Source: an optimization exercise on an open RTL-to-GDS flow (aim: small area, a short achievable clock period and few clock cycles per item). Production flows keep margins and buffers that such runs may drop.

==> inputs of sierra <==
==> flow/design.v <==
module tally_digest (
    input  wire         clk,
    input  wire         rst,           
    input  wire         in_valid,
    output wire         in_ready,
    input  wire [63:0]  in_data,
    input  wire [7:0]   in_len,
    output wire         out_valid,
    input  wire         out_ready,
    output wire [127:0] out_digest
);
    localparam [31:0] IV0 = 32'h6a09e667, IV1 = 32'hbb67ae85,
                      IV2 = 32'h3c6ef372, IV3 = 32'ha54ff53a,
                      IV4 = 32'h510e527f, IV5 = 32'h9b05688c,
                      IV6 = 32'h1f83d9ab, IV7 = 32'h5be0cd19;
    function [31:0] rotr(input [31:0] x, input integer n);
        rotr = (x >> n) | (x << (32 - n));
    endfunction
    function [31:0] bsig0(input [31:0] x);
        bsig0 = rotr(x, 2) ^ rotr(x, 13) ^ rotr(x, 22);
    endfunction
    function [31:0] bsig1(input [31:0] x);
        bsig1 = rotr(x, 6) ^ rotr(x, 11) ^ rotr(x, 25);
    endfunction
    function [31:0] ssig0(input [31:0] x);
        ssig0 = rotr(x, 7) ^ rotr(x, 18) ^ (x >> 3);
    endfunction
    function [31:0] ssig1(input [31:0] x);
        ssig1 = rotr(x, 17) ^ rotr(x, 19) ^ (x >> 10);
    endfunction
    function [30:0] maj(input [30:0] x, input [30:0] y, input [30:0] z);
        maj = (x & y) | (x & z) | (y & z);
    endfunction
    function [31:0] kconst(input [5:0] i);
        case (i)
            6'd0:  kconst = 32'hc67178f2;  6'd1:  kconst = 32'h428a2f98;
            6'd2:  kconst = 32'h71374491;  6'd3:  kconst = 32'hb5c0fbcf;
            6'd4:  kconst = 32'he9b5dba5;  6'd5:  kconst = 32'h3956c25b;
            6'd6:  kconst = 32'h59f111f1;  6'd7:  kconst = 32'h923f82a4;
            6'd8:  kconst = 32'hab1c5ed5;  6'd9:  kconst = 32'hd807aa98;
            6'd10: kconst = 32'h12835b01;  6'd11: kconst = 32'h243185be;
            6'd12: kconst = 32'h550c7dc3;  6'd13: kconst = 32'h72be5d74;
            6'd14: kconst = 32'h80deb1fe;  6'd15: kconst = 32'h9bdc06a7;
            6'd16: kconst = 32'hc19bf174;  6'd17: kconst = 32'he49b69c1;
            6'd18: kconst = 32'hefbe4786;  6'd19: kconst = 32'h0fc19dc6;
            6'd20: kconst = 32'h240ca1cc;  6'd21: kconst = 32'h2de92c6f;
            6'd22: kconst = 32'h4a7484aa;  6'd23: kconst = 32'h5cb0a9dc;
            6'd24: kconst = 32'h76f988da;  6'd25: kconst = 32'h983e5152;
            6'd26: kconst = 32'ha831c66d;  6'd27: kconst = 32'hb00327c8;
            6'd28: kconst = 32'hbf597fc7;  6'd29: kconst = 32'hc6e00bf3;
            6'd30: kconst = 32'hd5a79147;  6'd31: kconst = 32'h06ca6351;
            6'd32: kconst = 32'h14292967;  6'd33: kconst = 32'h27b70a85;
            6'd34: kconst = 32'h2e1b2138;  6'd35: kconst = 32'h4d2c6dfc;
            6'd36: kconst = 32'h53380d13;  6'd37: kconst = 32'h650a7354;
            6'd38: kconst = 32'h766a0abb;  6'd39: kconst = 32'h81c2c92e;
            6'd40: kconst = 32'h92722c85;  6'd41: kconst = 32'ha2bfe8a1;
            6'd42: kconst = 32'ha81a664b;  6'd43: kconst = 32'hc24b8b70;
            6'd44: kconst = 32'hc76c51a3;  6'd45: kconst = 32'hd192e819;
            6'd46: kconst = 32'hd6990624;  6'd47: kconst = 32'hf40e3585;
            6'd48: kconst = 32'h106aa070;  6'd49: kconst = 32'h19a4c116;
            6'd50: kconst = 32'h1e376c08;  6'd51: kconst = 32'h2748774c;
            6'd52: kconst = 32'h34b0bcb5;  6'd53: kconst = 32'h391c0cb3;
            6'd54: kconst = 32'h4ed8aa4a;  6'd55: kconst = 32'h5b9cca4f;
            6'd56: kconst = 32'h682e6ff3;  6'd57: kconst = 32'h748f82ee;
            6'd58: kconst = 32'h78a5636f;  6'd59: kconst = 32'h84c87814;
            6'd60: kconst = 32'h8cc70208;  6'd61: kconst = 32'h90befffa;
            6'd62: kconst = 32'ha4506ceb;  default: kconst = 32'hbef9a3f7;
        endcase
    endfunction
    reg  [31:0] ring [0:15];
    reg  [31:0] a, b, c, d, e, f, g, h;
    reg  [31:0] ha0, ha1, ha2, ha3;    
    reg  [31:0] he0, he1, he2, he3;    
    reg  [31:0] p;
    reg         run;           
    reg  [6:0]  t;             
    reg  [4:0]  nrecv;         
    reg  [1:0]  blk;           
    reg  [7:0]  len;           
    reg         fin1, fin2;    
    reg         fin_first;     
    reg         fin_last;      
    reg  [1:0]  cform;         
    reg         ov;            
    reg         in_ready_r;
    assign in_ready   = in_ready_r;
    assign out_valid  = ov;
    assign out_digest = {ha0, ha1, ha2, ha3};
    wire [3:0]  s      = t[3:0];
    wire        early  = (t[6:4] == 3'd0);
    wire        first  = (blk == 2'd0);
    wire [7:0]  len8   = len + 8'd8;
    wire        last   = (blk == len8[7:6]);         
    wire        fresh  = run && early && ({1'b0, s} >= nrecv);
    wire        sched_sel = run && !early;
    wire        need   = ({blk, s[3:1], 3'b000} < len) || (first && s[3:1] == 3'd0);
    wire        abort_in  = fresh && !s[0] && need && !in_valid;
    wire        abort_out = run && (t == 7'd15) && first && ov && !out_ready;
    wire        abort  = abort_in || abort_out;
    wire        st1    = run && (t == 7'd1);
    wire        restart = (nrecv == 5'd0 || s == 4'd15) &&
                          (first || (cform == 2'd3 && !fin1 && !fin2));
    wire        st0  = first && (s == 4'd0);
    wire [31:0] half = s[0] ? in_data[31:0] : in_data[63:32];
    reg  [31:0] nw;
    reg  [7:0]  pos;
    reg         keep, is80;
    integer     i;
    always @(*) begin
        for (i = 0; i < 4; i = i + 1) begin
            pos = {blk, s, i[1:0]};
            if (st0) begin
                keep = (in_len > i[7:0]);
                is80 = (in_len == i[7:0]);
            end else begin
                keep = (pos < len);
                is80 = (pos == len);
            end
            nw[31 - 8*i -: 8] = keep ? half[31 - 8*i -: 8] : (is80 ? 8'h80 : 8'h00);
        end
        if (last && s == 4'd15)
            nw = nw | {21'd0, len, 3'd0};
    end
    wire [31:0] ss0 = ssig0(ring[1]);
    wire [31:0] ss1 = ssig1(ring[14]);
    wire [31:0] sx1 = ring[0] ^ ring[9] ^ ss0;
    wire [31:0] sc1 = {maj(ring[0][30:0], ring[9][30:0], ss0[30:0]), 1'b0};
    wire [31:0] sx2 = sx1 ^ sc1 ^ ss1;
    wire [31:0] sc2 = {maj(sx1[30:0], sc1[30:0], ss1[30:0]), 1'b0};
    wire [31:0] sched   = sx2 + sc2;
    wire [31:0] tail_in = sched_sel ? sched : (fresh ? nw : ring[0]);
    integer k;
    always @(posedge clk) begin
        for (k = 0; k < 15; k = k + 1)
            ring[k] <= ring[k + 1];
        ring[15] <= tail_in;
    end
    wire        comp   = (run && (t == 7'd63 || t == 7'd64)) || fin1 || fin2;
    wire        rot    = !run && !first && (cform != 2'd3) && !fin1 && !fin2;
    wire        cshift = comp || rot || (st1 && !first);
    wire [1:0]  ck     = fin2 ? 2'd0 : (fin1 ? 2'd1 : (t[0] ? 2'd3 : 2'd2));
    reg  [31:0] iva, ive;
    always @(*) begin
        case (ck)
            2'd0: begin iva = IV0; ive = IV4; end
            2'd1: begin iva = IV1; ive = IV5; end
            2'd2: begin iva = IV2; ive = IV6; end
            default: begin iva = IV3; ive = IV7; end
        endcase
    end
    wire [31:0] tail_a = (comp && fin_first) ? iva : ha3;
    wire [31:0] tail_e = (comp && fin_first) ? ive : he3;
    wire [31:0] sum_a  = tail_a + (comp ? a : 32'd0);
    wire [31:0] sum_e  = tail_e + (comp ? e : 32'd0);
    always @(posedge clk) begin
        if (cshift) begin
            ha0 <= sum_a; ha1 <= ha0; ha2 <= ha1; ha3 <= ha2;
            he0 <= sum_e; he1 <= he0; he2 <= he1; he3 <= he2;
        end
    end
    wire [31:0] gsel = st1 ? (first ? IV7 : he2) : g;
    wire [31:0] rs1 = bsig1(e);
    wire [31:0] rch = (e & f) ^ (~e & g);
    wire [31:0] rs0 = bsig0(a);
    wire [31:0] rmj = (a & b) | (a & c) | (b & c);
    wire [31:0] x1  = p ^ rs1 ^ rch;
    wire [31:0] c1  = {maj(p[30:0], rs1[30:0], rch[30:0]), 1'b0};
    wire [31:0] xe  = x1 ^ c1 ^ d;
    wire [31:0] ce  = {maj(x1[30:0], c1[30:0], d[30:0]), 1'b0};
    wire [31:0] x2  = x1 ^ c1 ^ rs0;
    wire [31:0] c2  = {maj(x1[30:0], c1[30:0], rs0[30:0]), 1'b0};
    wire [31:0] x3  = x2 ^ c2 ^ rmj;
    wire [31:0] c3  = {maj(x2[30:0], c2[30:0], rmj[30:0]), 1'b0};
    wire [31:0] a_new = x3 + c3;
    wire [31:0] e_new = xe + ce;
    wire [31:0] kk   = kconst(t[5:0]);
    wire [31:0] px   = ring[15] ^ kk ^ gsel;
    wire [31:0] pc   = {maj(ring[15][30:0], kk[30:0], gsel[30:0]), 1'b0};
    always @(posedge clk) begin
        p <= px + pc;
        if (st1) begin
            if (first) begin
                a <= IV0; b <= IV1; c <= IV2; d <= IV3;
                e <= IV4; f <= IV5; g <= IV6; h <= IV7;
            end else begin
                a <= sum_a; b <= ha0; c <= ha1; d <= ha2;
                e <= sum_e; f <= he0; g <= he1; h <= he2;
            end
        end else begin
            a <= a_new; b <= a; c <= b; d <= c;
            e <= e_new; f <= e; g <= f; h <= g;
        end
    end
    always @(posedge clk) begin
        if (rst) begin
            run        <= 1'b0;
            t          <= 7'd0;
            nrecv      <= 5'd0;
            blk        <= 2'd0;
            fin1       <= 1'b0;
            fin2       <= 1'b0;
            ov         <= 1'b0;
            in_ready_r <= 1'b0;
        end else begin
            fin1 <= run && (t == 7'd64);
            fin2 <= fin1;
            if (run && t == 7'd62) begin
                fin_first <= first;
                fin_last  <= last;
            end
            if (fin2 && fin_last)
                ov <= 1'b1;
            else if (ov && out_ready)
                ov <= 1'b0;
            if (fin2)
                cform <= 2'd0;
            else if (cshift)
                cform <= cform + 2'd1;
            in_ready_r <= fresh && !s[0] && need && in_valid;
            if (fresh && st0)
                len <= in_len;
            if (fresh && !abort_in)
                nrecv <= {1'b0, s} + 5'd1;
            else if (run && t == 7'd16)
                nrecv <= 5'd0;
            if (run) begin
                if (abort) begin
                    run <= 1'b0;
                    t   <= {3'd0, s + 4'd1};
                end else if (t == 7'd64) begin
                    t   <= 7'd0;
                    blk <= last ? 2'd0 : blk + 2'd1;
                end else begin
                    t   <= t + 7'd1;
                end
            end else if (restart) begin
                run <= 1'b1;
                t   <= 7'd0;
            end else begin
                t   <= {3'd0, s + 4'd1};
            end
        end
    end
endmodule
==> flow/run.sh <==
#!/bin/bash
# synth_recipe.tcl (not shown) runs the flow's synth.tcl, then flattens the netlist and writes it again
# the make line also repeats each setting of config.mk as NAME=value (left out here)
make -C /OpenROAD-flow-scripts/flow DESIGN_CONFIG=/design/flow/config.mk WORK_HOME=/design/flow/orfs CLKGATE_MAP_FILE= SYNTH_SCRIPT=/design/flow/synth_recipe.tcl finish
==> flow/config.mk <==
export PLATFORM = sky130hd
export DESIGN_NAME = tally_digest
export DESIGN_NICKNAME = tally_digest
export VERILOG_FILES = /design/flow/design.v
export SDC_FILE = /design/flow/constraint.sdc
export NUM_CORES = 4
export LEC_CHECK = 0
export ABC_CLOCK_PERIOD_IN_PS = 3500
export CAP_MARGIN = 20
export CORE_MARGIN = 2
export CORE_UTILIZATION = 40
export SETUP_SLACK_MARGIN = 5
export SLEW_MARGIN = 20
==> flow/constraint.sdc <==
create_clock -name core_clock -period 12.0 [get_ports {clk}]
set_input_delay 2.4000 -clock core_clock [delete_from_list [all_inputs] [get_ports {clk}]]
set_output_delay 2.4000 -clock core_clock [all_outputs]
set_load 0.01 [all_outputs]
==> inputs of tundra, as changes to sierra <==
--- a/flow/design.v
+++ b/flow/design.v
@@ -83,6 +83,12 @@
     reg  [1:0]  cform;         
     reg         ov;            
     reg         in_ready_r;
+    reg         c63, c64;      
+    reg         comp;          
+    reg         civ;           
+    reg  [1:0]  ck;            
+    reg         ld_iv;         
+    reg         ld_ch;         
     assign in_ready   = in_ready_r;
     assign out_valid  = ov;
     assign out_digest = {ha0, ha1, ha2, ha3};
@@ -97,7 +103,6 @@
     wire        abort_in  = fresh && !s[0] && need && !in_valid;
     wire        abort_out = run && (t == 7'd15) && first && ov && !out_ready;
     wire        abort  = abort_in || abort_out;
-    wire        st1    = run && (t == 7'd1);
     wire        restart = (nrecv == 5'd0 || s == 4'd15) &&
                           (first || (cform == 2'd3 && !fin1 && !fin2));
     wire        st0  = first && (s == 4'd0);
@@ -135,10 +140,8 @@
             ring[k] <= ring[k + 1];
         ring[15] <= tail_in;
     end
-    wire        comp   = (run && (t == 7'd63 || t == 7'd64)) || fin1 || fin2;
     wire        rot    = !run && !first && (cform != 2'd3) && !fin1 && !fin2;
-    wire        cshift = comp || rot || (st1 && !first);
-    wire [1:0]  ck     = fin2 ? 2'd0 : (fin1 ? 2'd1 : (t[0] ? 2'd3 : 2'd2));
+    wire        cshift = comp || rot || ld_ch;
     reg  [31:0] iva, ive;
     always @(*) begin
         case (ck)
@@ -148,8 +151,8 @@
             default: begin iva = IV3; ive = IV7; end
         endcase
     end
-    wire [31:0] tail_a = (comp && fin_first) ? iva : ha3;
-    wire [31:0] tail_e = (comp && fin_first) ? ive : he3;
+    wire [31:0] tail_a = civ ? iva : ha3;
+    wire [31:0] tail_e = civ ? ive : he3;
     wire [31:0] sum_a  = tail_a + (comp ? a : 32'd0);
     wire [31:0] sum_e  = tail_e + (comp ? e : 32'd0);
     always @(posedge clk) begin
@@ -158,7 +161,7 @@
             he0 <= sum_e; he1 <= he0; he2 <= he1; he3 <= he2;
         end
     end
-    wire [31:0] gsel = st1 ? (first ? IV7 : he2) : g;
+    wire [31:0] gsel = ld_iv ? IV7 : (ld_ch ? he2 : g);
     wire [31:0] rs1 = bsig1(e);
     wire [31:0] rch = (e & f) ^ (~e & g);
     wire [31:0] rs0 = bsig0(a);
@@ -178,14 +181,12 @@
     wire [31:0] pc   = {maj(ring[15][30:0], kk[30:0], gsel[30:0]), 1'b0};
     always @(posedge clk) begin
         p <= px + pc;
-        if (st1) begin
-            if (first) begin
-                a <= IV0; b <= IV1; c <= IV2; d <= IV3;
-                e <= IV4; f <= IV5; g <= IV6; h <= IV7;
-            end else begin
-                a <= sum_a; b <= ha0; c <= ha1; d <= ha2;
-                e <= sum_e; f <= he0; g <= he1; h <= he2;
-            end
+        if (ld_iv) begin
+            a <= IV0; b <= IV1; c <= IV2; d <= IV3;
+            e <= IV4; f <= IV5; g <= IV6; h <= IV7;
+        end else if (ld_ch) begin
+            a <= sum_a; b <= ha0; c <= ha1; d <= ha2;
+            e <= sum_e; f <= he0; g <= he1; h <= he2;
         end else begin
             a <= a_new; b <= a; c <= b; d <= c;
             e <= e_new; f <= e; g <= f; h <= g;
@@ -199,11 +200,25 @@
             blk        <= 2'd0;
             fin1       <= 1'b0;
             fin2       <= 1'b0;
+            c63        <= 1'b0;
+            c64        <= 1'b0;
+            comp       <= 1'b0;
+            civ        <= 1'b0;
+            ld_iv      <= 1'b0;
+            ld_ch      <= 1'b0;
             ov         <= 1'b0;
             in_ready_r <= 1'b0;
         end else begin
-            fin1 <= run && (t == 7'd64);
+            c63  <= run && (t == 7'd62);
+            c64  <= c63;
+            fin1 <= c64;
             fin2 <= fin1;
+            comp <= (run && t == 7'd62) || c63 || c64 || fin1;
+            civ  <= ((run && t == 7'd62) || c63 || c64 || fin1) &&
+                    ((run && t == 7'd62) ? first : fin_first);
+            ck   <= fin1 ? 2'd0 : (c64 ? 2'd1 : (c63 ? 2'd2 : 2'd3));
+            ld_iv <= run && (t == 7'd0) && !abort && first;
+            ld_ch <= run && (t == 7'd0) && !abort && !first;
             if (run && t == 7'd62) begin
                 fin_first <= first;
                 fin_last  <= last;
==> flow/flow/run.sh (new file) <==
#!/bin/bash
# Standard layout, with timing repair aiming at a larger setup margin.
set -euo pipefail
bash standard.sh SETUP_SLACK_MARGIN=8 finish > standard.log 2>&1
==> flow/standard.sh (new file) <==
#!/bin/bash
# synth_recipe.tcl (not shown) runs the flow's synth.tcl, then flattens the netlist and writes it again
# the make line also repeats each setting of config.mk as NAME=value (left out here)
make -C /OpenROAD-flow-scripts/flow DESIGN_CONFIG=/design/flow/config.mk WORK_HOME=/design/flow/orfs CLKGATE_MAP_FILE= SYNTH_SCRIPT=/design/flow/synth_recipe.tcl "${@:-finish}"
removed: flow/run.sh
==> run summary <==
* Mapped Cells at between 4000 and 5000
* R2r endpoint: e[30]
* Total met2 wirelength after detailed routing at between 70000 and 80000 um
* Number of inserted diodes at 0
* Area after detailed placement at between 50000 and 60000 um^2
* Post-synthesis adder-cell area fraction at between 15 and 20%
* Worst hold endpoint: ring[6][5]
* Total track usage at roughly 24%
* Sequential cell area fraction in the yosys report at between 40% and 50%
* Critical path data required time at 12.57 ns
* Result of the run: timing/DRC/antenna clean
* Worst reg2reg path depth at 25
-- figures above: sierra

==> run summary <==
* Result of the run: timing/DRC/antenna clean
* Worst reg2reg path depth at 20
* Total track usage at 24.2%
* Area after detailed placement at around 54000 um^2
* Critical path data required time at around 13 ns
* Worst hold endpoint: ring[6][3]
* Count of inverters other than clock inverters in the layout at approximately 380
* Max layer used: met5
* R2r endpoint: p[31]
* Total met2 wirelength after detailed routing at 74900 um
* Total iterations of the first detailed-routing run at 6
* Final Hold Fails at 0
* M2 GR Usage at a little under 40%
* Instance count after placement with tap cells included at approximately 6400
* Post-synthesis adder-cell area fraction at about 15%
-- figures above: tundra

Function was not checked in any run of this note: the RTL went through the layout flow alone.

-- what the ideal ports hide --
How much do the figures lean on ideal ports? The routed layouts below were timed once more, with nothing changed but the port constraints.
Step 1 sets driving cells, clkbuf_16 on the clock port and buf_2 on the other inputs (assumed; they add their load-dependent delay and slew).
Step 2 times the ports against the registers' clock, not the clock port: input delays grow and output delays shrink by t, the midpoint of the rising clock arrivals with the driver on.
Three values: ideal, step 1, step 2; two values: the first two.
run	t (ns)	setup slack, ns	cell pins on the clock port's net
sierra	0.794	5.343 / 5.343 / 5.343	1
tundra	0.808	6.835 / 6.835 / 6.835	1
After both steps every run listed still meets setup and hold.
